From an optimization exercise on the open Yosys and OpenROAD flow, aimed at small area, a short achievable clock period and few clock cycles per item; shortcuts taken in it are not production practice. In this exercise RTL edits were held to simulation tests only and were not proved equivalent to the original.

## design/flow/run.sh

```bash
#!/bin/bash
# synth_recipe.tcl (not shown) runs the flow's synth.tcl, then flattens the netlist and writes it again
# the make line also repeats each setting of config.mk as NAME=value (left out here)
make -C /OpenROAD-flow-scripts/flow DESIGN_CONFIG=/design/flow/config.mk WORK_HOME=/design/flow/orfs CLKGATE_MAP_FILE= SYNTH_SCRIPT=/design/flow/synth_recipe.tcl finish
```

## design/flow/config.mk

```make
export PLATFORM = sky130hd
export DESIGN_NAME = holly_aes256
export DESIGN_NICKNAME = holly_aes256
export VERILOG_FILES = /design/flow/design.v
export SDC_FILE = /design/flow/constraint.sdc
export NUM_CORES = 4
export LEC_CHECK = 0
export CAP_MARGIN = 20
export CORE_MARGIN = 2
export CORE_UTILIZATION = 40
export SLEW_MARGIN = 20
```

## design/flow/constraint.sdc

```tcl
create_clock -name core_clock -period 10.0 [get_ports {clk}]
set_input_delay 2.0000 -clock core_clock [delete_from_list [all_inputs] [get_ports {clk}]]
set_output_delay 2.0000 -clock core_clock [all_outputs]
set_load 0.01 [all_outputs]
```

## design/flow/design.v

```verilog
module aes_sbox (
    input  wire [7:0] a,
    output wire [7:0] y
);
    wire [7:0] t;
    assign t[0] = a[0] ^ a[5] ^ a[7];
    assign t[1] = a[2];
    assign t[2] = a[2] ^ a[3] ^ a[4] ^ a[5] ^ a[6] ^ a[7];
    assign t[3] = a[3] ^ a[4];
    assign t[4] = a[4] ^ a[5] ^ a[6];
    assign t[5] = a[1] ^ a[4] ^ a[6] ^ a[7];
    assign t[6] = a[2] ^ a[3] ^ a[5] ^ a[7];
    assign t[7] = a[5] ^ a[7];
    wire [3:0] g1 = t[7:4];
    wire [3:0] g0 = t[3:0];
    wire [3:0] g1s, g0g1, g0s, g1sl, d, di, o1, o0;
    gf16_sq  u_sq1 (.a(g1), .y(g1s));
    gf16_mulc u_lam (.a(g1s), .y(g1sl));
    gf16_mul u_m0  (.a(g1), .b(g0), .y(g0g1));
    gf16_sq  u_sq0 (.a(g0), .y(g0s));
    assign d = g1sl ^ g0g1 ^ g0s;
    gf16_inv u_inv (.a(d), .y(di));
    gf16_mul u_m1  (.a(g1), .b(di), .y(o1));
    gf16_mul u_m2  (.a(g0 ^ g1), .b(di), .y(o0));
    wire [7:0] u = {o1, o0};
    assign y[0] = u[0] ^ u[2] ^ u[6] ^ 1'b1;
    assign y[1] = u[0] ^ u[1] ^ u[2] ^ u[3] ^ u[4] ^ u[5] ^ 1'b1;
    assign y[2] = u[0] ^ u[3] ^ u[5] ^ u[6];
    assign y[3] = u[0] ^ u[2] ^ u[5];
    assign y[4] = u[0] ^ u[1] ^ u[3] ^ u[4] ^ u[5];
    assign y[5] = u[1] ^ u[2] ^ u[3] ^ u[5] ^ u[6] ^ u[7] ^ 1'b1;
    assign y[6] = u[4] ^ u[6] ^ u[7] ^ 1'b1;
    assign y[7] = u[1] ^ u[2];
endmodule
module gf16_mul (
    input  wire [3:0] a,
    input  wire [3:0] b,
    output wire [3:0] y
);
    wire [6:0] p = ({3'b000, a & {4{b[0]}}})
                 ^ ({2'b00, a & {4{b[1]}}, 1'b0})
                 ^ ({1'b0, a & {4{b[2]}}, 2'b00})
                 ^ ({a & {4{b[3]}}, 3'b000});
    assign y[0] = p[0] ^ p[4];
    assign y[1] = p[1] ^ p[4] ^ p[5];
    assign y[2] = p[2] ^ p[5] ^ p[6];
    assign y[3] = p[3] ^ p[6];
endmodule
module gf16_sq (input wire [3:0] a, output wire [3:0] y);
    assign y[0] = a[0] ^ a[2];
    assign y[1] = a[2];
    assign y[2] = a[1] ^ a[3];
    assign y[3] = a[3];
endmodule
module gf16_mulc (input wire [3:0] a, output wire [3:0] y);
    assign y[0] = a[1];
    assign y[1] = a[1] ^ a[2];
    assign y[2] = a[2] ^ a[3];
    assign y[3] = a[0] ^ a[3];
endmodule
module gf16_inv (input wire [3:0] a, output reg [3:0] y);
    always @(*) begin
        case (a)
            4'h0: y = 4'h0;
            4'h1: y = 4'h1;
            4'h2: y = 4'h9;
            4'h3: y = 4'he;
            4'h4: y = 4'hd;
            4'h5: y = 4'hb;
            4'h6: y = 4'h7;
            4'h7: y = 4'h6;
            4'h8: y = 4'hf;
            4'h9: y = 4'h2;
            4'ha: y = 4'hc;
            4'hb: y = 4'h5;
            4'hc: y = 4'ha;
            4'hd: y = 4'h4;
            4'he: y = 4'h3;
            4'hf: y = 4'h8;
            default: y = 4'h0;
        endcase
    end
endmodule
module aes_mixcol (
    input  wire [31:0] col_in,
    output wire [31:0] col_out
);
    wire [7:0] a0 = col_in[31:24];
    wire [7:0] a1 = col_in[23:16];
    wire [7:0] a2 = col_in[15:8];
    wire [7:0] a3 = col_in[7:0];
    wire [7:0] x0 = {a0[6:0], 1'b0} ^ (a0[7] ? 8'h1b : 8'h00);
    wire [7:0] x1 = {a1[6:0], 1'b0} ^ (a1[7] ? 8'h1b : 8'h00);
    wire [7:0] x2 = {a2[6:0], 1'b0} ^ (a2[7] ? 8'h1b : 8'h00);
    wire [7:0] x3 = {a3[6:0], 1'b0} ^ (a3[7] ? 8'h1b : 8'h00);
    assign col_out[31:24] = x0 ^ (x1 ^ a1) ^ a2 ^ a3;
    assign col_out[23:16] = a0 ^ x1 ^ (x2 ^ a2) ^ a3;
    assign col_out[15:8]  = a0 ^ a1 ^ x2 ^ (x3 ^ a3);
    assign col_out[7:0]   = (x0 ^ a0) ^ a1 ^ a2 ^ x3;
endmodule
module aes_round (
    input  wire [127:0] state_in,
    input  wire [127:0] round_key,
    input  wire         last,
    output wire [127:0] state_out
);
    wire [127:0] sub;
    wire [127:0] shifted;
    wire [127:0] mixed;
    genvar i;
    generate
        for (i = 0; i < 16; i = i + 1) begin : g_sub
            aes_sbox u_sbox (.a(state_in[127-8*i -: 8]), .y(sub[127-8*i -: 8]));
        end
    endgenerate
    generate
        for (i = 0; i < 16; i = i + 1) begin : g_shift
            localparam integer ROW = i % 4;
            localparam integer COL = i / 4;
            localparam integer SRC = ROW + 4 * ((COL + ROW) % 4);
            assign shifted[127-8*i -: 8] = sub[127-8*SRC -: 8];
        end
    endgenerate
    generate
        for (i = 0; i < 4; i = i + 1) begin : g_mix
            aes_mixcol u_mix (.col_in(shifted[127-32*i -: 32]), .col_out(mixed[127-32*i -: 32]));
        end
    endgenerate
    assign state_out = (last ? shifted : mixed) ^ round_key;
endmodule
module aes_key_step (
    input  wire [255:0] key_in,
    input  wire         use_rcon,
    input  wire [7:0]   rcon,
    output wire [255:0] key_out
);
    wire [31:0] w0 = key_in[255:224];
    wire [31:0] w1 = key_in[223:192];
    wire [31:0] w2 = key_in[191:160];
    wire [31:0] w3 = key_in[159:128];
    wire [31:0] w7 = key_in[31:0];
    wire [31:0] rot = use_rcon ? {w7[23:0], w7[31:24]} : w7;
    wire [31:0] sub;
    aes_sbox u_s0 (.a(rot[31:24]), .y(sub[31:24]));
    aes_sbox u_s1 (.a(rot[23:16]), .y(sub[23:16]));
    aes_sbox u_s2 (.a(rot[15:8]),  .y(sub[15:8]));
    aes_sbox u_s3 (.a(rot[7:0]),   .y(sub[7:0]));
    wire [31:0] temp = sub ^ (use_rcon ? {rcon, 24'h000000} : 32'h00000000);
    wire [31:0] n0 = w0 ^ temp;
    wire [31:0] n1 = w1 ^ n0;
    wire [31:0] n2 = w2 ^ n1;
    wire [31:0] n3 = w3 ^ n2;
    assign key_out = {key_in[127:0], n0, n1, n2, n3};
endmodule
module holly_aes256 (
    input  wire         clk,
    input  wire         rst,         
    input  wire         in_valid,
    output wire         in_ready,
    input  wire [255:0] in_key,
    input  wire [127:0] in_block,
    output reg          out_valid,
    input  wire         out_ready,
    output wire [127:0] out_block
);
    reg          busy;
    reg  [3:0]   round;       
    reg  [127:0] state;
    reg  [255:0] key_sched;   
    wire [127:0] round_out;
    wire [255:0] key_next;
    reg  [7:0]   rcon;
    always @(*) begin
        case (round)
            4'd1:    rcon = 8'h01;
            4'd3:    rcon = 8'h02;
            4'd5:    rcon = 8'h04;
            4'd7:    rcon = 8'h08;
            4'd9:    rcon = 8'h10;
            4'd11:   rcon = 8'h20;
            4'd13:   rcon = 8'h40;
            default: rcon = 8'h00;
        endcase
    end
    aes_round u_round (
        .state_in  (state),
        .round_key (key_sched[127:0]),
        .last      (round == 4'd14),
        .state_out (round_out)
    );
    aes_key_step u_key (
        .key_in   (key_sched),
        .use_rcon (round[0]),
        .rcon     (rcon),
        .key_out  (key_next)
    );
    assign in_ready  = !busy && !out_valid;
    assign out_block = state;
    always @(posedge clk) begin
        if (rst) begin
            busy      <= 1'b0;
            out_valid <= 1'b0;
            round     <= 4'd0;
        end else begin
            if (in_valid && in_ready) begin
                state     <= in_block ^ in_key[255:128];
                key_sched <= in_key;
                round     <= 4'd1;
                busy      <= 1'b1;
            end else if (busy) begin
                state     <= round_out;
                key_sched <= key_next;
                if (round == 4'd14) begin
                    busy      <= 1'b0;
                    out_valid <= 1'b1;
                end else begin
                    round <= round + 4'd1;
                end
            end else if (out_valid && out_ready) begin
                out_valid <= 1'b0;
            end
        end
    end
endmodule
```

==> metrics.csv <==
stage;metric;value;unit
setup_path;critPathMaxStageDelay;910;ps
die;initial_utilization;40.3;%
placement;dp_cells;9093;
global_routing;use_met1;40.7;%
setup_path;path_class;reg -> reg;
setup_path;cp_max_fo;10;
placement;dp_hpwl;195000;um
die;die_y;396;um
die;die_x;396;um
cells_and_area;seqCellArea;11700;um^2
global_routing;use_met3;6.44;%
setup_path;start_kind;register;
global_routing;track_usage;29.4;%
synth;synth.cell_area;61400;um^2
synth;avgSynthCellArea;9.00;um^2
detailed_routing;drtPass1Iterations;6;
setup_path;end_kind;register;
sta;finalCriticalPeriod;8860;ps
synth;synth-edff-count;384;
global_routing;grt_pass1_wl;341000;um
synth;syn_inst;6825;
synth;synth_top_cell_area_share;18.8;%
sta;drv_slew;0;
clocking;post-cts-setup-buffer-count;0;
detailed_routing;post_drt_via_cell_ratio;5.65;
clocking;tritoncts;built;
detailed_routing;routed_wl;240000;um
sta;holdWs;511;ps
synth;ys.flop_type;edfxtp_1;
synth;syn-num-nets;7419;
clocking;cts_root_buffer;clkbuf_16;
cells_and_area;fin_cells;9193;
sta;clock_skew;36.1;ps
cells_and_area;drive_gt1_share;7.40;%
global_routing;gr-usage-met2;43.8;%
synth;seq_area_frac_synth;19.0;%
sta;fmax;113;MHz
global_routing;grt_max_degree;141;
placement;gp_congestion;1.03;
clocking;clkTransAtPathRegs;60;ps
run;maxCapViolCount;0;
clocking;cts_buffer_depth;3;
die;coreArea;152000;um^2
cells_and_area;fillers;14565;
clocking;numCtsBuffers;51;
sta;rsz0062_at_grt;no;
setup_path;cp.required;10400;ps
sta;setup_viol;0;
clocking;cts.repair.resized;0;
clocking;clock_latency;690;ps
sta;tns;0;ps
sta;finalCritPeriodShare;88.6;%
detailed_routing;dr.first_iter.drc_count;5850;
sta;finalHoldViolations;0;
detailed_routing;drtAntennaViolNets;0;
synth;yosys-top-cells-area;edfxtp_1 (19%), xnor2_1 (16%), xnor3_1 (8.7%), xor2_1 (8.6%), nand2_1 (6.0%);
synth;yosysWarnings;2;
cells_and_area;multi_input_area;47400;um^2
synth;ys_async_sr_fraction;0;%
detailed_routing;vias;51904;
detailed_routing;post-route-drc-count;0;
die;dieArea;157000;um^2
run_status;status;timing/DRC/antenna clean;
cells_and_area;final_cell_mix;xnor2_1 (1146), nand2_1 (984), xor2_1 (602);
clocking;cts.sinks;390;
clocking;htree_levels;2;
cells_and_area;synthToLayoutAreaGrowth;13.9;%
cells_and_area;nNetsFinal;7711;
setup_path;cp_common_cell;xnor2_1;
synth;synth_area_leader_cell;edfxtp_1;
worst_hold_path;hold_path.class;reg -> reg;
placement;port_buffers;517;
global_routing;antenna_found_initial;18;
die;num_io_pins;518;
synth;synthDistinctLibCells;130;
global_routing;busiest_layer;met2;
setup_path;critical_path_arrival;9260;ps
global_routing;overflow;0;
cells_and_area;final_common_cell;xnor2_1;
setup_path;crit_path_top_delay_cell;o21ai_1;
synth;synth-seq-cells;390;
sta;tightest_slew;1190;ps
clocking;holdBufCountCts;0;
die;row_count;143;
global_routing;grt_pass1_vias;48564;
sta;max_slew_margin;20.1;%
detailed_routing;wl_per_cell;26.1;um
flip-flops by register name (all words and copies together) (netlist names):
name	count
round	4
state	128
busy	1
out_valid	1
key_sched	256
stage by stage:
stage               setup WS (ps)  util (%)  instance area [um^2]
global route                  839      45.9                 69900
global placement             1520      44.7                 68100
finish                       1140      45.9                 69900
detailed placement           1400      44.7                 68100
CTS                          1350      45.9                 69900
floorplan                     592         -                 61400
logic make-up after synthesis:
group,count (synthesis),share of synthesized area [%]
AO/OA/AOI/OAI,1072,11.7
XOR/XNOR,2188,40.2
adder cells (fa/ha/maj),221,4.44
buffers and inverters,556,3.94
flip-flops,390,19.0
multiplexers,321,5.79
AND/OR/NAND/NOR,2077,15.0
cells in the mapped netlist, types with 103 or more instances:
master and number:
nand2_1 985, nand3_1 103, nor3_1 107, nor2_1 513
mux2i_1 222, xor2_1 602, ha_1 206, a21oi_1 281
buf_2 123, edfxtp_1 384, clkbuf_1 162, inv_1 183
xnor2_1 1151, o21ai_0 245, xnor3_1 238
final cells by class:
type,count,share of cell area [%]
clock buffers,60,1.87
inverters,219,1.19
multi-input cells,5879,67.8
flip-flops and latches,390,16.7
repair buffers,576,8.11
diodes,5,0.0179
well taps,2030,3.63
clock inverters,34,0.685
metal layers:
metal / share of wire (%) / routed length (um)
met5: 0.016 / 38
met3: 9.6 / 22900
met4: 5.0 / 12000
met1: 43 / 102000
met2: 43 / 103000
path summary, 6_finish.rpt:
| check | start | end | slack (ps) | cells after the start |
|---|---|---|---|---|
| worst max register to register | state[71] | state[51] | 1140 | 25 |
| worst max-delay path | state[71] | state[51] | 1140 | 25 |
| worst min register to register | out_valid | out_valid | 510 | 2 |
| worst min-delay path | out_valid | out_valid | 510 | 2 |
critical path: cells and delay by family (launching register included):
kind | cells | cell delay, ps
muxes | 1 | 280
AOI/OAI and AO/OA | 5 | 1950
xor gates and xnor gates | 12 | 4040
buffers and inverters | 2 | 350
DFF | 1 | 610
and+or+nand+nor | 3 | 850
adders and majority gates | 2 | 480
Testbench counts, summed over its fixed seeds: cycles 8,192, blocks 512.

## port drivers added, routing unchanged
The flow's constraints put no driver on any port. The routed layout listed below was extracted and timed again, unchanged, in two steps. Step 1, drivers: a clkbuf_16 drives clk and a buf_2 each remaining input, both assumed. Step 2 times the ports against the registers' clock, not the clock port: input delays grow and output delays shrink by t, the midpoint of the rising clock arrivals with the driver on. Three values: ideal ports, drivers, drivers and shift; two values: the first two.
t, ns: 0.748
setup WS [ns]: 1.136 / 1.136 / 1.136
worst setup path at the end: register to register
worst data-port slew with drivers (ns): 0.20
After both steps setup and hold are still met in this run. The setup slack of this run moves by 0.000 ns with the drivers and by 0.000 ns with both steps.
